Context: an optimization exercise on an open-source flow, tuned for small area and few clock cycles. The choices shown serve that exercise and are no tape-out recipe.
At most, simulation tests tie the RTL to the original design; equivalence was not proved.
Power figures rest on the tool's default switching activity, not on a simulated workload.

// eland_tx
module eland_tx (
    input  wire        clk,
    input  wire        rst,           
    input  wire        start,
    input  wire [10:0] length,        
    input  wire [1:0]  spread,        
    input  wire [6:0]  npre,          
    output wire        start_ready,
    input  wire [7:0]  in_data,
    input  wire        in_valid,
    output wire        in_ready,
    output wire        chip,
    output wire        chip_valid,
    output wire        chip_last,
    input  wire        chip_ready
);
Size in the first run: roughly 2100 cells after synthesis, ~38 I/O pins.
export LEC_CHECK = 0
export CAP_MARGIN = 0
export CORE_MARGIN = 2
export CORE_UTILIZATION = 60
export PLACE_DENSITY = 0.7
export SLEW_MARGIN = 0
create_clock -name core_clock -period 12.0 [get_ports {clk}]
standard.sh (not shown) runs the stock make flow with config.mk's settings and CLKGATE_MAP_FILE= SYNTH_SCRIPT=/design/flow/synth_recipe.tcl, a recipe that flattens the netlist after the stock synthesis.
==> flow/flow/run.sh <==
#!/bin/bash
# Standard layout; clock tree synthesis without dummy loads and with larger
# sink clusters; ports buffered with the smallest buffer.
set -euo pipefail
export CTS_ARGS="-sink_clustering_enable -repair_clock_nets -dont_use_dummy_load -buf_list sky130_fd_sc_hd__clkbuf_8 -sink_clustering_size 15 -sink_clustering_max_diameter 100"
export BUFFER_PORTS_ARGS="-inputs -outputs -buffer_cell sky130_fd_sc_hd__buf_1"
bash standard.sh > standard.log 2>&1
Testbench counts at the start, summed over its fixed seeds: cycles 1,792,826.
Rerun with:
==> flow/flow/run.sh (replaced) <==
#!/bin/bash
# Standard layout; clock tree synthesis without dummy loads and with larger
# sink clusters; ports buffered with the smallest buffer.
set -euo pipefail
export CTS_ARGS="-sink_clustering_enable -repair_clock_nets -dont_use_dummy_load -buf_list sky130_fd_sc_hd__clkbuf_8 -sink_clustering_size 19 -sink_clustering_max_diameter 70"
export BUFFER_PORTS_ARGS="-inputs -outputs -buffer_cell sky130_fd_sc_hd__buf_1"
bash standard.sh > standard.log 2>&1
Effect:
- power came out lower by 2.0%
- cell area came out lower by 0.55%
- final cell count came out lower by 0.44%
- wire length came out lower by 0.43%
- setup slack gets better by 0.032 ns
- via count came out lower by 0.69%
- clock power came out lower by about 9%
- count of clock-buffer cells in the layout came out lower by 12
- global-route usage came out lower by 0.23 points


## run A
Starting RTL as in the previous note.
## eland_tx
module eland_tx (
    input  wire        clk,
    input  wire        rst,           
    input  wire        start,
    input  wire [10:0] length,        
    input  wire [1:0]  spread,        
    input  wire [6:0]  npre,          
    output wire        start_ready,
    input  wire [7:0]  in_data,
    input  wire        in_valid,
    output wire        in_ready,
    output wire        chip,
    output wire        chip_valid,
    output wire        chip_last,
    input  wire        chip_ready
);
    localparam [31:0] PRE_PAT  = 32'hB856E2D3;
    localparam [63:0] SYNC_PAT = 64'h35CA4FB1D670B94E;
    localparam E_IDLE = 3'd0, E_PRE = 3'd1, E_SYNC = 3'd2, E_PHR = 3'd3, E_PAY = 3'd4;
    reg  [2:0]   est;                    
    wire         cwnext;                 
    wire         xfer;                   
    reg  [767:0] ring;                  
    wire [31:0]  r0 = ring[31:0];        
    wire [31:0]  r1 = ring[63:32];       
    reg  [4:0]   ph;                     
    reg  [3:0]   sv;                     
    wire [23:0]  dec;                    
    reg         ld;                      
    reg  [1:0]  lq;                      
    reg  [4:0]  ls;                      
    reg  [10:0] rlen;                    
    reg         ahead;                   
    reg  [31:0] crc;
    wire [6:0]  lo      = {lq, 4'd0} + {1'b0, lq, 3'd0} + {2'd0, ls};
    wire [7:0]  loff    = {1'b0, lo} + (ahead ? 8'd96 : 8'd0);
    wire [11:0] rem     = {1'b0, rlen} - {4'd0, loff};
    wire        host    = !rem[11] && (rem[10:0] > 11'd4);
    wire        nz      = !rem[11] && (rem[10:0] != 11'd0);
    wire [1:0]  fidx    = 2'd0 - rem[1:0];
    wire [31:0] fcs     = ~crc;
    wire [7:0]  fbyte   = fcs >> {fidx, 3'b000};
    wire [7:0]  ov      = host ? in_data : (nz ? fbyte : 8'd0);
    wire        slot_hit = ld && (ph == ls);
    assign      in_ready = slot_hit && host;
    wire        inj     = slot_hit && (!host || in_valid);
    wire [31:0] crc_next;
    wire [24:0] ct;
  ...
clock: 12.0 ns
lec_check: 0
cap_margin: 0
core_margin: 2
core_utilization: 60
place_density: 0.7
slew_margin: 0
==> flow/flow/run.sh <==
#!/bin/bash
# Standard layout; clock tree synthesis without dummy loads and with larger
# sink clusters; ports buffered with the smallest buffer.
set -euo pipefail
export CTS_ARGS="-sink_clustering_enable -repair_clock_nets -dont_use_dummy_load -buf_list sky130_fd_sc_hd__clkbuf_8 -sink_clustering_size 17 -sink_clustering_max_diameter 80"
export BUFFER_PORTS_ARGS="-inputs -outputs -buffer_cell sky130_fd_sc_hd__buf_1"
bash standard.sh > standard.log 2>&1
Run A completed every stage of the flow, and the final layout passed the timing, design-rule and antenna checks.
Testbench counts of run A, summed over its fixed seeds: cycles 1,792,826.
Relative to run A, the following input files were edited for run B:
Settings: ABC_AREA newly set to 1.
==> flow/flow/run.sh <==
#!/bin/bash
# Standard layout; clock tree synthesis without dummy loads and with larger
# sink clusters; ports buffered with the smallest buffer.
set -euo pipefail
export CTS_ARGS="-sink_clustering_enable -repair_clock_nets -dont_use_dummy_load -buf_list sky130_fd_sc_hd__clkbuf_8 -sink_clustering_size 19 -sink_clustering_max_diameter 70"
export BUFFER_PORTS_ARGS="-inputs -outputs -buffer_cell sky130_fd_sc_hd__buf_1"
bash standard.sh > standard.log 2>&1
Both conditions hold for run B: the flow ran to the end and the final layout passed the timing, design-rule and antenna checks. Run B: synthesized area is 0.32% lower than what run A reported. Run B reports a higher via count than run A does. Run B vs. run A: register-to-register slack shows a reduction of 50 ps, wire length of the first global-routing pass shows an increase of 9700 um. The higher logic gate share of total power came out of run B. Between run A and run B, the difference in design area is negligible.
Setup changes, run B to run C
Settings: clearing ABC_AREA, which used to be 1.
==> flow/flow/run.sh <==
#!/bin/bash
# Standard layout; clock tree synthesis without dummy loads and with larger
# sink clusters; ports buffered with the smallest buffer.
set -euo pipefail
export CTS_ARGS="-sink_clustering_enable -repair_clock_nets -dont_use_dummy_load -buf_list sky130_fd_sc_hd__clkbuf_8 -sink_clustering_size 21 -sink_clustering_max_diameter 60"
export BUFFER_PORTS_ARGS="-inputs -outputs -buffer_cell sky130_fd_sc_hd__buf_1"
bash standard.sh > standard.log 2>&1
Findings:
- Run C ends up with higher share of the clock period used by the worst path than run B does.
- Run B has a lower sequential share of cell area than run C.
- | cell area after layout | run C vs run B | ≈ equal |
- Fraction of final layout cells sized beyond drive strength 1 ended up 1.7 points higher on run C than on run B.
- Summary: with run B as the reference, upper clock frequency limit in run C moved down slightly.
- Delta(buffering stage count on the worst path with inverters included, run C - run B) < 0
- Compared with run B, TritonCTS buffer count in run C decreased by a few percent.
> inputs changed (run C -> run D)
Settings: ABC_AREA: unset -> 1.
==> flow/flow/run.sh <==
#!/bin/bash
# Standard layout; clock tree synthesis without dummy loads and with larger
# sink clusters; ports buffered with the smallest buffer.
set -euo pipefail
export CTS_ARGS="-sink_clustering_enable -repair_clock_nets -dont_use_dummy_load -buf_list sky130_fd_sc_hd__clkbuf_8 -sink_clustering_size 15 -sink_clustering_max_diameter 100"
export BUFFER_PORTS_ARGS="-inputs -outputs -buffer_cell sky130_fd_sc_hd__buf_1"
bash standard.sh > standard.log 2>&1
[summary]
In the metrics for run D and run C, the one carrying the higher wire length is run D. Going from run C to run D, number of logic inverters in the finished layout grew by more than 100%. Number of placed cells counting well taps: run D and run C compared, lower one is run C. Run D consumes more power than run C does. Run D vs run C, fraction of final layout cells sized beyond drive strength 1 went down by 1.2 points. In the reports for run D and run C, the smaller clock latency on the worst-skew pair belongs to run C. When run D is set beside run C, its standby leakage power turns out to be 7.6% larger.
What run E does differently from run D at the input level:
==> flow/flow/run.sh <==
#!/bin/bash
# Standard layout; clock tree synthesis without dummy loads and with larger
# sink clusters; ports buffered with the smallest buffer.
set -euo pipefail
export CTS_ARGS="-sink_clustering_enable -repair_clock_nets -dont_use_dummy_load -buf_list sky130_fd_sc_hd__clkbuf_8 -sink_clustering_size 17 -sink_clustering_max_diameter 80"
export BUFFER_PORTS_ARGS="-inputs -outputs -buffer_cell sky130_fd_sc_hd__buf_1"
bash standard.sh > standard.log 2>&1
==> comparison <==
| fraction of met2 tracks used by global routing | run E vs run D | ≈ equal |. The final non-filler cell total of run E and that of run D are within noise of each other. When run E is set beside run D, its part of the power in registers turns out to be 0.3 points larger. Setup slack (run E over run D): decrease, 12 ps. Of run E and run D, the higher final-layout clock buffer total belongs to run D. Taking run D as the reference, in run E number of hold-slack violations in the final timing report comparable; final critical-path share of the clock period stayed essentially flat.
Changes in run F relative to run E:
Settings: removing ABC_AREA (formerly 1).
==> flow/flow/run.sh <==
#!/bin/bash
# Standard layout; clock tree synthesis without dummy loads and with larger
# sink clusters; ports buffered with the smallest buffer.
set -euo pipefail
export CTS_ARGS="-sink_clustering_enable -repair_clock_nets -dont_use_dummy_load -buf_list sky130_fd_sc_hd__clkbuf_8 -sink_clustering_size 16 -sink_clustering_max_diameter 70"
export BUFFER_PORTS_ARGS="-inputs -outputs -buffer_cell sky130_fd_sc_hd__buf_1"
bash standard.sh > standard.log 2>&1
- The die height on run F is in line with that on run E.
- Run F against run E: buffer levels on the longest clock path did not really move; largest net degree at the start of global routing went down.
- When run F is set beside run E, its register-to-register slack turns out to be 120 ps larger.


eland_tx, a different RTL version from the one above (not shown whole).
Size in the first run: about 2500 cells after synthesis, about 970 flip-flops, about 38 I/O pins, roughly 30000 sq um of cells after synthesis.
Settings: LEC_CHECK=0, ABC_AREA=1, CAP_MARGIN=20, CORE_MARGIN=2, CORE_UTILIZATION=60, CTS_BUF_LIST=sky130_fd_sc_hd__clkbuf_4, CTS_CLUSTER_SIZE=20, PLACE_DENSITY=0.7, SLEW_MARGIN=20; clock period 12.0 ns.
run.sh (not shown) runs the stock make flow with config.mk's settings and CLKGATE_MAP_FILE= SYNTH_SCRIPT=/design/flow/synth_recipe.tcl, a recipe that flattens the netlist after the stock synthesis.
Stock flow here: none of the scripts above is used.
The starting point produced a clean layout.
Next try:
==> flow/flow/run.sh (new file) <==
#!/bin/bash
# Standard layout, with clock tree synthesis told not to add dummy loads.
set -euo pipefail
export CTS_ARGS="-sink_clustering_enable -repair_clock_nets -dont_use_dummy_load"
bash standard.sh > standard.log 2>&1
==> flow/standard.sh (new file) <==
#!/bin/bash
# synth_recipe.tcl (not shown) runs the flow's synth.tcl, then flattens the netlist and writes it again
# the make line also repeats each setting of config.mk as NAME=value (left out here)
make -C /OpenROAD-flow-scripts/flow DESIGN_CONFIG=/design/flow/config.mk WORK_HOME=/design/flow/orfs CLKGATE_MAP_FILE= SYNTH_SCRIPT=/design/flow/synth_recipe.tcl "${@:-finish}"
- ABC_AREA: 1 -> not set
- CTS_BUF_LIST: sky130_fd_sc_hd__clkbuf_4 -> not set
- CTS_CLUSTER_SIZE: 20 -> not set
removed: flow/run.sh
- final cell count is lower by 17%
- setup slack is better by 0.0033 ns
- power is lower by 4.3%
- clock skew is higher by 0.017 ns
- synthesized cell count is lower by 11%
- maximum frequency hardly moves
Next try:
==> flow/flow/run.sh (replaced) <==
#!/bin/bash
# Standard layout, with clock tree synthesis told not to add dummy loads.
set -euo pipefail
export CTS_ARGS="-sink_clustering_enable -repair_clock_nets -dont_use_dummy_load -buf_list sky130_fd_sc_hd__clkbuf_8 -sink_clustering_size 30"
bash standard.sh > standard.log 2>&1
Effect:
- routed wire length is lower by a few percent
- critical path depth is unchanged
- power drops by a few percent
- hold slack gains 0.013 ns
- design area is lower slightly
- global-route usage falls by 0.53 points
- final cell count goes up slightly
- worst setup slack loses 0.14 ns
- via count is about the same
- sequential power is about the same
No functional check of the RTL was part of any run of this note.

-- what the ideal ports hide --
How much do the figures lean on ideal ports? The routed layouts below were timed once more, with nothing changed but the port constraints. Step 1, drivers: a clkbuf_16 drives clk and a buf_2 each remaining input, both assumed. Step 2 moves the port delays by t, midway between the first and last clock arrival at a register: inputs arrive t later, outputs are due t later. That takes back most of the time a late clock gives input paths. Slacks: ideal ports / drivers / drivers and shift; pairs: ideal ports / drivers.
| run | t (ns) | setup slack, ns | worst hold slack (ns) | pins driven straight from the clock port |
|---|---|---|---|---|
| the first run of note 1 | 0.697 | 4.849 / 4.790 / 5.487 | 0.314 / 0.314 / 0.314 | 1 |
| the second run of note 1 | 0.702 | 4.880 / 4.822 / 5.524 | 0.281 / 0.281 / 0.281 | 1 |
| run A | 0.684 | 4.861 / 4.807 / 5.491 | 0.288 / 0.288 / 0.288 | 1 |
| run B | 0.694 | 4.953 / 4.896 / 5.590 | 0.266 / 0.266 / 0.266 | 1 |
| run C | 0.694 | 4.872 / 4.816 / 5.510 | 0.255 / 0.255 / 0.255 | 1 |
| run D | 0.703 | 5.003 / 4.949 / 5.652 | 0.264 / 0.264 / 0.264 | 1 |
| run E | 0.679 | 4.990 / 4.936 / 5.615 | 0.251 / 0.251 / 0.251 | 1 |
| run F | 0.685 | 4.900 / 4.846 / 5.531 | 0.292 / 0.292 / 0.292 | 1 |
| the first run of note 3 | 1.072 | 5.391 / 5.332 / 6.404 | 0.298 / 0.298 / 0.298 | 1 |
| the second run of note 3 | 0.649 | 5.395 / 5.337 / 5.986 | 0.282 / 0.282 / 0.282 | 1 |
| the third run of note 3 | 0.773 | 5.250 / 5.196 / 5.969 | 0.295 / 0.295 / 0.295 | 1 |
After both steps every run listed still meets setup and hold.
